Source: an optimization exercise on an open RTL-to-GDS flow (aim: small area, a short achievable clock period and few clock cycles). Production flows keep margins and buffers that such runs may drop.
At most, simulation tests tie the RTL to the original design; equivalence was not proved.

==> run a <==
// press_aes
module press_aes (
    input  wire         clk,
    input  wire         rst,         
    input  wire         key_valid,
    output wire         key_ready,
    input  wire [1:0]   key_len,     
    input  wire [255:0] key,
    input  wire         in_valid,
    output wire         in_ready,
    input  wire         in_dec,      
    input  wire [127:0] in_data,
    output wire         out_valid,
    input  wire         out_ready,
    output wire [127:0] out_data
);
==> module aes_gf4_mul, before the edit <==
module aes_gf4_mul (input wire [1:0] a, input wire [1:0] b, output wire [1:0] y);
    wire e = (a[1] ^ a[0]) & (b[1] ^ b[0]);
    assign y = {e ^ (a[1] & b[1]), e ^ (a[0] & b[0])};
endmodule
==> module aes_gf16_mul, before the edit <==
module aes_gf16_mul (input wire [3:0] a, input wire [3:0] b, output wire [3:0] y);
    wire [1:0] hh, ll, ee;
    aes_gf4_mul u_h (.a(a[3:2]), .b(b[3:2]), .y(hh));
    aes_gf4_mul u_l (.a(a[1:0]), .b(b[1:0]), .y(ll));
    aes_gf4_mul u_e (.a(a[3:2] ^ a[1:0]), .b(b[3:2] ^ b[1:0]), .y(ee));
    wire [1:0] en = {ee[0] ^ ee[1], ee[1]};    
    assign y = {hh ^ en, ll ^ en};
endmodule
==> module aes_sb_f1, before the edit <==
module aes_sb_f1 (input wire [7:0] a, input wire dec, output wire [11:0] y);
    wire [7:0] te, td, t;
    assign te[0] = a[0] ^ a[5] ^ a[6];
    assign te[1] = a[0] ^ a[1] ^ a[2] ^ a[3] ^ a[6];
    assign te[2] = a[0] ^ a[1] ^ a[3] ^ a[4] ^ a[7];
    assign te[3] = a[0];
    assign te[4] = a[0] ^ a[1] ^ a[5] ^ a[6];
    assign te[5] = a[0] ^ a[5] ^ a[6] ^ a[7];
    assign te[6] = a[0] ^ a[1] ^ a[2] ^ a[5] ^ a[6] ^ a[7];
    assign te[7] = a[0] ^ a[4] ^ a[5] ^ a[6];
    assign td[0] = ~(a[0] ^ a[3] ^ a[4]);
    assign td[1] = a[0] ^ a[1] ^ a[4] ^ a[5] ^ a[6];
    assign td[2] = ~(a[4] ^ a[6] ^ a[7]);
    assign td[3] = ~(a[2] ^ a[5] ^ a[7]);
    assign td[4] = ~(a[4] ^ a[6]);
    assign td[5] = ~(a[0] ^ a[1] ^ a[3] ^ a[6]);
    assign td[6] = a[4] ^ a[7];
    assign td[7] = ~(a[0] ^ a[1] ^ a[4] ^ a[6]);
    assign t = dec ? td : te;
    wire [3:0] g1 = t[7:4], g0 = t[3:0], s = g1 ^ g0;
    wire [3:0] p;
    wire [3:0] sn = {s[0] ^ s[2], s[1] ^ s[3], s[1], s[0] ^ s[1]};    
    aes_gf16_mul u_m (.a(g1), .b(g0), .y(p));
    assign y = {g1, g0, sn ^ p};
endmodule
==> module aes_sb_f2, before the edit <==
module aes_sb_f2 (input wire [11:0] a, output wire [7:0] y);
    wire [3:0] g1 = a[11:8], g0 = a[7:4], th = a[3:0];
    wire [1:0] t1 = th[3:2], t0 = th[1:0], ts = t1 ^ t0;
    wire [1:0] tp, ni0, ni1;
    wire [1:0] tsn = {ts[0] ^ ts[1], ts[0]};    
    aes_gf4_mul u_p (.a(t1), .b(t0), .y(tp));
    wire [1:0] n = tsn ^ tp;
    wire [1:0] nin = {n[0], n[1]};
    aes_gf4_mul u_a (.a(t0), .b(nin), .y(ni1));
    aes_gf4_mul u_b (.a(t1), .b(nin), .y(ni0));
    wire [3:0] thi = {ni1, ni0};
    wire [3:0] ih, il;
    aes_gf16_mul u_h (.a(g0), .b(thi), .y(ih));
    aes_gf16_mul u_l (.a(g1), .b(thi), .y(il));
    assign y = {ih, il};
endmodule
==> module aes_sb_back, before the edit <==
module aes_sb_back (input wire [7:0] a, input wire dec, output wire [7:0] y);
    wire [7:0] ye, yd;
    assign ye[0] = ~(a[0] ^ a[5] ^ a[7]);
    assign ye[1] = ~(a[0] ^ a[4] ^ a[5]);
    assign ye[2] = a[1] ^ a[2] ^ a[3] ^ a[4] ^ a[7];
    assign ye[3] = a[2] ^ a[4] ^ a[5] ^ a[6] ^ a[7];
    assign ye[4] = a[2] ^ a[4] ^ a[6];
    assign ye[5] = ~(a[1] ^ a[7]);
    assign ye[6] = ~(a[2] ^ a[6]);
    assign ye[7] = a[2] ^ a[4];
    assign yd[0] = a[3];
    assign yd[1] = a[0] ^ a[4];
    assign yd[2] = a[0] ^ a[4] ^ a[5] ^ a[6];
    assign yd[3] = a[0] ^ a[2] ^ a[3] ^ a[4] ^ a[5] ^ a[7];
    assign yd[4] = a[0] ^ a[7];
    assign yd[5] = a[1] ^ a[2] ^ a[3] ^ a[4] ^ a[6] ^ a[7];
    assign yd[6] = a[0] ^ a[1] ^ a[2] ^ a[4] ^ a[6] ^ a[7];
    assign yd[7] = a[0] ^ a[5];
    assign y = dec ? yd : ye;
endmodule
Settings: LEC_CHECK=0, ABC_CLOCK_PERIOD_IN_PS=3500, CAP_MARGIN=20, CORE_MARGIN=2, CORE_UTILIZATION=45, CTS_CLUSTER_DIAMETER=150, CTS_CLUSTER_SIZE=16, PLACE_DENSITY=0.6, SETUP_SLACK_MARGIN=5, SLEW_MARGIN=20; clock period 12.0 ns.
standard.sh (not shown) runs the stock make flow with config.mk's settings and CLKGATE_MAP_FILE= SYNTH_SCRIPT=/design/flow/synth_recipe.tcl, a recipe that flattens the netlist after the stock synthesis.
==> flow/flow/run.sh <==
#!/bin/bash
set -euo pipefail
W=$PWD
export OWN_ABC_SCRIPT=$W/flow/abc_map.script
{
  cat <<'TCL'
# ORFS's synthesis calls abc with its own -script; use ours instead.
proc abc {args} {
  set i [lsearch -exact $args -script]
  if {$i >= 0} { lset args [expr {$i + 1}] $::env(OWN_ABC_SCRIPT) }
  puts "abc with own script: $args"
  yosys abc {*}$args
}
TCL
  cat synth_recipe.tcl
} > own_synth.tcl
bash standard.sh SYNTH_SCRIPT=$W/own_synth.tcl SETUP_SLACK_MARGIN=8 \
  "BUFFER_PORTS_ARGS=-buffer_cell sky130_fd_sc_hd__buf_1" finish > flow.log 2>&1
==> flow/flow/abc_map.script <==
&get -n
&st
&syn2
&dch
&if -g -K 6
&synch2
&nf -R 1000
&st
&syn2
&dch
&if -g -K 6
&synch2
&nf -R 1000
&put
==> run b (differences from run a) <==
--- a/flow/design.v
+++ b/flow/design.v
@@ -1,74 +1,80 @@
-module aes_gf4_mul (input wire [1:0] a, input wire [1:0] b, output wire [1:0] y);
-    wire e = (a[1] ^ a[0]) & (b[1] ^ b[0]);
-    assign y = {e ^ (a[1] & b[1]), e ^ (a[0] & b[0])};
-endmodule
 module aes_gf16_mul (input wire [3:0] a, input wire [3:0] b, output wire [3:0] y);
-    wire [1:0] hh, ll, ee;
-    aes_gf4_mul u_h (.a(a[3:2]), .b(b[3:2]), .y(hh));
-    aes_gf4_mul u_l (.a(a[1:0]), .b(b[1:0]), .y(ll));
-    aes_gf4_mul u_e (.a(a[3:2] ^ a[1:0]), .b(b[3:2] ^ b[1:0]), .y(ee));
-    wire [1:0] en = {ee[0] ^ ee[1], ee[1]};    
-    assign y = {hh ^ en, ll ^ en};
+    wire [6:0] p = ({7{b[0]}} & {3'b000, a}) ^ ({7{b[1]}} & {2'b00, a, 1'b0}) ^
+                   ({7{b[2]}} & {1'b0, a, 2'b00}) ^ ({7{b[3]}} & {a, 3'b000});
+    assign y = {p[3] ^ p[4] ^ p[5] ^ p[6], p[2] ^ p[6], p[1] ^ p[5] ^ p[6], p[0] ^ p[4] ^ p[5] ^ p[6]};
 endmodule
 module aes_sb_f1 (input wire [7:0] a, input wire dec, output wire [11:0] y);
     wire [7:0] te, td, t;
-    assign te[0] = a[0] ^ a[5] ^ a[6];
-    assign te[1] = a[0] ^ a[1] ^ a[2] ^ a[3] ^ a[6];
-    assign te[2] = a[0] ^ a[1] ^ a[3] ^ a[4] ^ a[7];
-    assign te[3] = a[0];
-    assign te[4] = a[0] ^ a[1] ^ a[5] ^ a[6];
-    assign te[5] = a[0] ^ a[5] ^ a[6] ^ a[7];
-    assign te[6] = a[0] ^ a[1] ^ a[2] ^ a[5] ^ a[6] ^ a[7];
-    assign te[7] = a[0] ^ a[4] ^ a[5] ^ a[6];
-    assign td[0] = ~(a[0] ^ a[3] ^ a[4]);
-    assign td[1] = a[0] ^ a[1] ^ a[4] ^ a[5] ^ a[6];
-    assign td[2] = ~(a[4] ^ a[6] ^ a[7]);
-    assign td[3] = ~(a[2] ^ a[5] ^ a[7]);
-    assign td[4] = ~(a[4] ^ a[6]);
-    assign td[5] = ~(a[0] ^ a[1] ^ a[3] ^ a[6]);
-    assign td[6] = a[4] ^ a[7];
-    assign td[7] = ~(a[0] ^ a[1] ^ a[4] ^ a[6]);
+    assign te[0] = a[0] ^ a[1] ^ a[2] ^ a[6] ^ a[7];
+    assign te[1] = a[1] ^ a[2] ^ a[5] ^ a[6] ^ a[7];
+    assign te[2] = a[2] ^ a[5];
+    assign te[3] = a[3];
+    assign te[4] = a[4] ^ a[6] ^ a[7];
+    assign te[5] = a[2] ^ a[3];
+    assign te[6] = a[1] ^ a[2] ^ a[3] ^ a[4] ^ a[5] ^ a[6];
+    assign te[7] = a[1] ^ a[4] ^ a[6] ^ a[7];
+    assign td[0] = a[2];
+    assign td[1] = ~(a[2] ^ a[4] ^ a[5]);
+    assign td[2] = ~(a[1] ^ a[2]);
+    assign td[3] = a[0] ^ a[2] ^ a[5];
+    assign td[4] = a[0] ^ a[4] ^ a[5];
+    assign td[5] = ~(a[0] ^ a[1] ^ a[2] ^ a[4] ^ a[5] ^ a[7]);
+    assign td[6] = ~(a[0] ^ a[3]);
+    assign td[7] = a[3] ^ a[4] ^ a[5] ^ a[6];
     assign t = dec ? td : te;
-    wire [3:0] g1 = t[7:4], g0 = t[3:0], s = g1 ^ g0;
-    wire [3:0] p;
-    wire [3:0] sn = {s[0] ^ s[2], s[1] ^ s[3], s[1], s[0] ^ s[1]};    
-    aes_gf16_mul u_m (.a(g1), .b(g0), .y(p));
-    assign y = {g1, g0, sn ^ p};
+    wire [3:0] ah = t[7:4], al = t[3:0];
+    wire [3:0] sl = {ah[0] ^ ah[1], ah[2] ^ ah[3], ah[1] ^ ah[2], ah[1] ^ ah[2] ^ ah[3]};    
+    wire [3:0] sq = {al[2] ^ al[3], al[1] ^ al[3], al[3], al[0] ^ al[2] ^ al[3]};    
+    wire [3:0] m;
+    aes_gf16_mul u_m (.a(ah), .b(al), .y(m));
+    assign y = {ah, ah ^ al, sl ^ m ^ sq};
 endmodule
 module aes_sb_f2 (input wire [11:0] a, output wire [7:0] y);
-    wire [3:0] g1 = a[11:8], g0 = a[7:4], th = a[3:0];
-    wire [1:0] t1 = th[3:2], t0 = th[1:0], ts = t1 ^ t0;
-    wire [1:0] tp, ni0, ni1;
-    wire [1:0] tsn = {ts[0] ^ ts[1], ts[0]};    
-    aes_gf4_mul u_p (.a(t1), .b(t0), .y(tp));
-    wire [1:0] n = tsn ^ tp;
-    wire [1:0] nin = {n[0], n[1]};
-    aes_gf4_mul u_a (.a(t0), .b(nin), .y(ni1));
-    aes_gf4_mul u_b (.a(t1), .b(nin), .y(ni0));
-    wire [3:0] thi = {ni1, ni0};
+    wire [3:0] d = a[3:0];
+    reg [3:0] di;
+    always @(*) begin
+        case (d)
+            4'd0: di = 4'd0;
+            4'd1: di = 4'd1;
+            4'd2: di = 4'd12;
+            4'd3: di = 4'd8;
+            4'd4: di = 4'd6;
+            4'd5: di = 4'd15;
+            4'd6: di = 4'd4;
+            4'd7: di = 4'd14;
+            4'd8: di = 4'd3;
+            4'd9: di = 4'd13;
+            4'd10: di = 4'd11;
+            4'd11: di = 4'd10;
+            4'd12: di = 4'd2;
+            4'd13: di = 4'd9;
+            4'd14: di = 4'd7;
+            4'd15: di = 4'd5;
+        endcase
+    end
     wire [3:0] ih, il;
-    aes_gf16_mul u_h (.a(g0), .b(thi), .y(ih));
-    aes_gf16_mul u_l (.a(g1), .b(thi), .y(il));
+    aes_gf16_mul u_h (.a(a[11:8]), .b(di), .y(ih));
+    aes_gf16_mul u_l (.a(a[7:4]), .b(di), .y(il));
     assign y = {ih, il};
 endmodule
 module aes_sb_back (input wire [7:0] a, input wire dec, output wire [7:0] y);
     wire [7:0] ye, yd;
-    assign ye[0] = ~(a[0] ^ a[5] ^ a[7]);
-    assign ye[1] = ~(a[0] ^ a[4] ^ a[5]);
-    assign ye[2] = a[1] ^ a[2] ^ a[3] ^ a[4] ^ a[7];
-    assign ye[3] = a[2] ^ a[4] ^ a[5] ^ a[6] ^ a[7];
-    assign ye[4] = a[2] ^ a[4] ^ a[6];
-    assign ye[5] = ~(a[1] ^ a[7]);
-    assign ye[6] = ~(a[2] ^ a[6]);
-    assign ye[7] = a[2] ^ a[4];
-    assign yd[0] = a[3];
-    assign yd[1] = a[0] ^ a[4];
-    assign yd[2] = a[0] ^ a[4] ^ a[5] ^ a[6];
-    assign yd[3] = a[0] ^ a[2] ^ a[3] ^ a[4] ^ a[5] ^ a[7];
-    assign yd[4] = a[0] ^ a[7];
-    assign yd[5] = a[1] ^ a[2] ^ a[3] ^ a[4] ^ a[6] ^ a[7];
-    assign yd[6] = a[0] ^ a[1] ^ a[2] ^ a[4] ^ a[6] ^ a[7];
-    assign yd[7] = a[0] ^ a[5];
+    assign ye[0] = ~(a[0] ^ a[1] ^ a[4]);
+    assign ye[1] = ~(a[0] ^ a[2]);
+    assign ye[2] = a[0];
+    assign ye[3] = a[0] ^ a[1] ^ a[4] ^ a[6];
+    assign ye[4] = a[0] ^ a[3] ^ a[4];
+    assign ye[5] = ~(a[1] ^ a[3] ^ a[4]);
+    assign ye[6] = ~(a[4] ^ a[6] ^ a[7]);
+    assign ye[7] = a[2] ^ a[4] ^ a[5];
+    assign yd[0] = a[0] ^ a[1] ^ a[2] ^ a[3] ^ a[5];
+    assign yd[1] = a[4] ^ a[7];
+    assign yd[2] = a[3] ^ a[5];
+    assign yd[3] = a[3];
+    assign yd[4] = a[1] ^ a[2] ^ a[7];
+    assign yd[5] = a[2] ^ a[3] ^ a[5];
+    assign yd[6] = a[1] ^ a[3] ^ a[4] ^ a[6];
+    assign yd[7] = a[2] ^ a[3] ^ a[6] ^ a[7];
     assign y = dec ? yd : ye;
 endmodule
 module aes_ks_f1 (input wire [7:0] a, output wire [11:0] y);
Settings changed: CORE_UTILIZATION 45 to 40.
==> summary.txt <==
Between run b and run a, the lower die area is in run a (gap about 14%, measured against run a). Of run a and run b, run b has the higher sequential share of layout area (gap 1.9 points). Of run a and run b, run a has the higher setup slack (gap 0.073 ns). Fmax: run a is larger than run b (1.7%). Between run a and run b, the lower clock-buffer cell count is in run a (gap 33). Global-route usage: run b is lower than run a (4.9 points). Synthesized area: run b is larger than run a (about 1.4%).
Testbench counts of run b, summed over its fixed seeds: cycles 29,355.
No functional check of the RTL was part of run a.

[static timing again, ports no longer ideal]
The results above use ideal ports. As a check the final layouts listed here were re-extracted and re-timed, cells and wires unchanged.
Step 1 (the two cells are an assumption about what drives the block):
set clk [get_ports {clk}]
set_driving_cell -lib_cell sky130_fd_sc_hd__clkbuf_16 $clk
set_driving_cell -lib_cell sky130_fd_sc_hd__buf_2 [delete_from_list [all_inputs] $clk]
Step 2, shift: input delay + t, output delay - t, t = (earliest + latest rising clock arrival at the registers) / 2. This alone moves slack from input paths to output paths.
Three values: ideal ports, drivers, drivers and shift; two values: the first two.
run	t, ns	setup slack, ns	latest minus earliest clock arrival (ns)	slew at the worst register clock pin (ns)
run a	0.946	7.841 / 7.841 / 7.068	0.092 / 0.092	0.10 / 0.10
run b	0.929	7.769 / 7.658 / 7.116	0.086 / 0.086	0.09 / 0.09
After both steps every run listed still meets setup and hold. The setup slack of run a, which loses most, moves by 0.000 ns with the drivers and by -0.773 ns with both steps.
